Source: an optimization exercise on an open RTL-to-GDS flow (aim: small area and a short achievable clock period). Production flows keep margins and buffers that such runs may drop. Where RTL was checked, it was by simulation tests only, not by an equivalence proof against the original.

Design ce_dalu, start of the top module:
module ce_dalu (
    input  wire        clk,
    input  wire        rst,          
    input  wire        ins_valid,    
    input  wire [31:0] ins,          
    input  wire [2:0]  rd_sel,       
    output wire [15:0] rd_data,
    output wire [39:0] acc,          
    output wire [4:0]  flags         
);
Size in the first run: roughly 4800 cells after synthesis, ~210 flip-flops, about 99 I/O pins, roughly 30000 um2 of cells after synthesis.
clock: 20.0 ns
lec_check: 0
abc_area: 1
cap_margin: 60
core_margin: 2
core_utilization: 45
cts_cluster_diameter: 50
cts_cluster_size: 10
slew_margin: 60
run.sh (not shown) runs the stock make flow with config.mk's settings and CLKGATE_MAP_FILE= SYNTH_SCRIPT=/design/flow/synth_recipe.tcl, a recipe that flattens the netlist after the stock synthesis.
The baseline ran to the end with no violations.
Then changed:
- CAP_MARGIN: 60 -> 20
- SLEW_MARGIN: 60 -> 20
Effect:
- clock-buffer cell count goes down by 2
- non-clock buffer count goes down by 15
- register-to-register slack loses 0.43 ns
- sequential share of layout area grows by 0.30 points
No functional check of the RTL was part of any run of this note.

Another version of the RTL of ce_dalu (not shown whole).
Size in the first run: ~3600 cells after synthesis, about 99 I/O pins, about 28000 um2 of cells after synthesis.
==> flow/config.mk <==
export PLATFORM = sky130hd
export DESIGN_NAME = ce_dalu
export DESIGN_NICKNAME = ce_dalu
export VERILOG_FILES = /design/flow/design.v
export SDC_FILE = /design/flow/constraint.sdc
export NUM_CORES = 8
export LEC_CHECK = 0
export ABC_AREA = 1
export CAP_MARGIN = 20
export CORE_MARGIN = 2
export CORE_UTILIZATION = 45
export CTS_BUF_LIST = sky130_fd_sc_hd__clkbuf_8
export CTS_CLUSTER_DIAMETER = 60
export CTS_CLUSTER_SIZE = 15
export SLEW_MARGIN = 20
==> flow/constraint.sdc <==
create_clock -name core_clock -period 20.0 [get_ports {clk}]
set_input_delay 4.0000 -clock core_clock [delete_from_list [all_inputs] [get_ports {clk}]]
set_output_delay 4.0000 -clock core_clock [all_outputs]
set_load 0.01 [all_outputs]
standard.sh (not shown) runs the stock make flow with config.mk's settings and CLKGATE_MAP_FILE= SYNTH_SCRIPT=/design/flow/synth_recipe.tcl, a recipe that flattens the netlist after the stock synthesis.
==> flow/flow/run.sh <==
#!/bin/bash
# Standard layout, with these changes:
#  - synthesis: the standard synthesis script, sourcing a copy of ORFS's
#    synth.tcl whose only change is the ABC step (see below);
#  - after synthesis, fapol.py removes inverters around full adders by
#    flipping adder polarities; the result is kept only if ABC proves it
#    equivalent to the synthesized netlist;
#  - plain buffers (not delay cells) on the ports;
#  - the resizer's timing repair asked for more setup slack than the
#    standard flow.
set -euo pipefail
W=$PWD
F=$W/flow
# the ALU adder is kept apart until the end of synthesis (as
# SYNTH_KEEP_MODULES does), left out of full-adder extraction and mapped
# for delay (flow/abc_fast.script); the rest is mapped with flow/abc.script
FAST="ce_dalu_add16"
sed 's#^  log_cmd abc {\*}$abc_args$#  log_cmd abc -script '"$F"'/abc.script {*}[lrange $abc_args 2 end] '"$FAST"' %% %n\n  log_cmd abc -script '"$F"'/abc_fast.script {*}[lrange $abc_args 2 end] '"$FAST"'#' \
    "$FLOW_HOME/scripts/synth.tcl" > "$W/synth_mine.tcl"
sed -i 's#^  extract_fa {\*}\[dont_use_extract_fa_args\]$#  extract_fa {*}[dont_use_extract_fa_args] '"$FAST"' %% %n#' "$W/synth_mine.tcl"
grep -q "abc_fast.script" "$W/synth_mine.tcl"
grep -q "extract_fa .*%n" "$W/synth_mine.tcl"
sed 's#source $::env(SCRIPTS_DIR)/synth.tcl#source '"$W"'/synth_mine.tcl#' \
    "$W/synth_recipe.tcl" > "$W/synth_recipe_mine.tcl"
grep -q "synth_mine.tcl" "$W/synth_recipe_mine.tcl"
ARGS=(SYNTH_SCRIPT="$W/synth_recipe_mine.tcl" SYNTH_KEEP_MODULES="$FAST"
      BUFFER_PORTS_ARGS="-buffer_cell sky130_fd_sc_hd__buf_2"
      SETUP_SLACK_MARGIN=10 TNS_END_PERCENT=100)
bash standard.sh "${ARGS[@]}" synth > make_synth.log 2>&1

# full-adder polarity clean-up, checked by ABC's combinational equivalence
R=$W/orfs/results/sky130hd/ce_dalu/base
LIB=$FLOW_HOME/platforms/sky130hd/lib/sky130_fd_sc_hd__tt_025C_1v80.lib
cp "$R/1_2_yosys.v" "$W/netlist_synth.v"
python3 "$F/fapol.py" "$W/netlist_synth.v" "$W/netlist_fapol.v" > fapol.log 2>&1
for n in synth fapol; do
  cat > "$W/blif_$n.ys" <<EOY
read_liberty -ignore_miss_func $LIB
read_verilog $W/netlist_$n.v
hierarchy -top ce_dalu
flatten
opt_clean
techmap
opt -fast
dfflegalize -cell \$_DFF_P_ x
write_blif $W/netlist_$n.blif
EOY
  yosys -q -s "$W/blif_$n.ys" > "yosys_blif_$n.log" 2>&1
done
yosys-abc -c "cec $W/netlist_synth.blif $W/netlist_fapol.blif" > cec.log 2>&1 || true
if grep -q "Networks are equivalent" cec.log; then
  cp "$W/netlist_fapol.v" "$R/1_2_yosys.v"
  echo "fapol netlist used" >> fapol.log
else
  echo "fapol netlist NOT used" >> fapol.log
fi
bash standard.sh "${ARGS[@]}" finish > make.log 2>&1
==> flow/flow/abc.script <==
strash
dch -f
map -D 3000
topo
stime -c
buffer -c
upsize -c -D 3000
dnsize -c -D 3000
==> flow/flow/abc_fast.script <==
strash
dch -f
map -D 500
topo
stime -c
buffer -c
upsize -c -D 500
dnsize -c -D 500
Other scripts of this flow, unchanged in this note and not shown: flow/flow/fapol.py
The baseline passed the timing, DRC and antenna checks.
Change:
--- a/flow/flow/run.sh
+++ b/flow/flow/run.sh
@@ -2,5 +2,5 @@
 # Standard layout, with these changes:
 #  - synthesis: the standard synthesis script, sourcing a copy of ORFS's
-#    synth.tcl whose only change is the ABC step (see below);
+#    synth.tcl whose only change is the ABC script (flow/abc.script);
 #  - after synthesis, fapol.py removes inverters around full adders by
 #    flipping adder polarities; the result is kept only if ABC proves it
@@ -12,17 +12,11 @@
 W=$PWD
 F=$W/flow
-# the ALU adder is kept apart until the end of synthesis (as
-# SYNTH_KEEP_MODULES does), left out of full-adder extraction and mapped
-# for delay (flow/abc_fast.script); the rest is mapped with flow/abc.script
-FAST="ce_dalu_add16"
-sed 's#^  log_cmd abc {\*}$abc_args$#  log_cmd abc -script '"$F"'/abc.script {*}[lrange $abc_args 2 end] '"$FAST"' %% %n\n  log_cmd abc -script '"$F"'/abc_fast.script {*}[lrange $abc_args 2 end] '"$FAST"'#' \
+sed 's#^  log_cmd abc {\*}$abc_args$#  log_cmd abc -script '"$F"'/abc.script {*}[lrange $abc_args 2 end]#' \
     "$FLOW_HOME/scripts/synth.tcl" > "$W/synth_mine.tcl"
-sed -i 's#^  extract_fa {\*}\[dont_use_extract_fa_args\]$#  extract_fa {*}[dont_use_extract_fa_args] '"$FAST"' %% %n#' "$W/synth_mine.tcl"
-grep -q "abc_fast.script" "$W/synth_mine.tcl"
-grep -q "extract_fa .*%n" "$W/synth_mine.tcl"
+grep -q "abc.script" "$W/synth_mine.tcl"
 sed 's#source $::env(SCRIPTS_DIR)/synth.tcl#source '"$W"'/synth_mine.tcl#' \
     "$W/synth_recipe.tcl" > "$W/synth_recipe_mine.tcl"
 grep -q "synth_mine.tcl" "$W/synth_recipe_mine.tcl"
-ARGS=(SYNTH_SCRIPT="$W/synth_recipe_mine.tcl" SYNTH_KEEP_MODULES="$FAST"
+ARGS=(SYNTH_SCRIPT="$W/synth_recipe_mine.tcl"
       BUFFER_PORTS_ARGS="-buffer_cell sky130_fd_sc_hd__buf_2"
       SETUP_SLACK_MARGIN=10 TNS_END_PERCENT=100)
removed: flow/flow/abc_fast.script
=> Worst hold slack gets worse by 0.0077 ns; register-to-register slack gets worse by 0.22 ns; final area hardly moves; synthesized area shrinks by 2.3%.
Change:
--- a/flow/flow/run.sh
+++ b/flow/flow/run.sh
@@ -20,5 +20,5 @@
 ARGS=(SYNTH_SCRIPT="$W/synth_recipe_mine.tcl"
       BUFFER_PORTS_ARGS="-buffer_cell sky130_fd_sc_hd__buf_2"
-      SETUP_SLACK_MARGIN=10 TNS_END_PERCENT=100)
+      SETUP_SLACK_MARGIN=10 TNS_END_PERCENT=0)
 bash standard.sh "${ARGS[@]}" synth > make_synth.log 2>&1
 
==> flow/flow/abc.script (replaced) <==
&get -n
&st
&dch -f
&nf -a -K 6 -R 1000
&put
topo
dnsize -c
=> The changed run went through all stages and came out clean. Final cell count drops by roughly a tenth. Register-to-register slack gets worse by 0.66 ns. Area after synthesis drops by a few percent.

[what the ideal ports hide]
No port has a modelled driver above. Below, the same layouts with a new extraction and two added sets of constraints.
Step 1 assumes that a clkbuf_16 drives the clock port and a buf_2 every other input.
Step 2 times the ports against the registers' clock, not the clock port: input delays grow and output delays shrink by t, the midpoint of the rising clock arrivals with the driver on.
Slacks: ideal / step 1 / step 2; pairs: ideal / step 1.
| run | t, ns | slack for setup (ns) | hold WS [ns] | slew at the worst register clock pin (ns) | pins driven straight from the clock port |
|---|---|---|---|---|---|
| the first run of note 1 | 0.648 | 8.986 / 8.962 / 8.405 | 0.471 / 0.471 / 0.471 | 0.06 / 0.06 | 1 |
| the second run of note 1 | 0.659 | 8.229 / 8.275 / 7.616 | 0.471 / 0.471 / 0.471 | 0.06 / 0.06 | 1 |
| the first run of note 2 | 0.709 | 10.091 / 10.070 / 9.592 | 0.501 / 0.501 / 0.501 | 0.09 / 0.09 | 1 |
| the second run of note 2 | 0.703 | 10.057 / 10.034 / 9.547 | 0.493 / 0.493 / 0.493 | 0.10 / 0.10 | 1 |
| the third run of note 2 | 0.684 | 10.018 / 9.996 / 9.491 | 0.475 / 0.475 / 0.475 | 0.11 / 0.11 | 1 |
After both steps setup and hold are still met in every run listed. The setup slack of the second run of note 1, which loses most, moves by +0.046 ns with the drivers and by -0.613 ns with both steps.
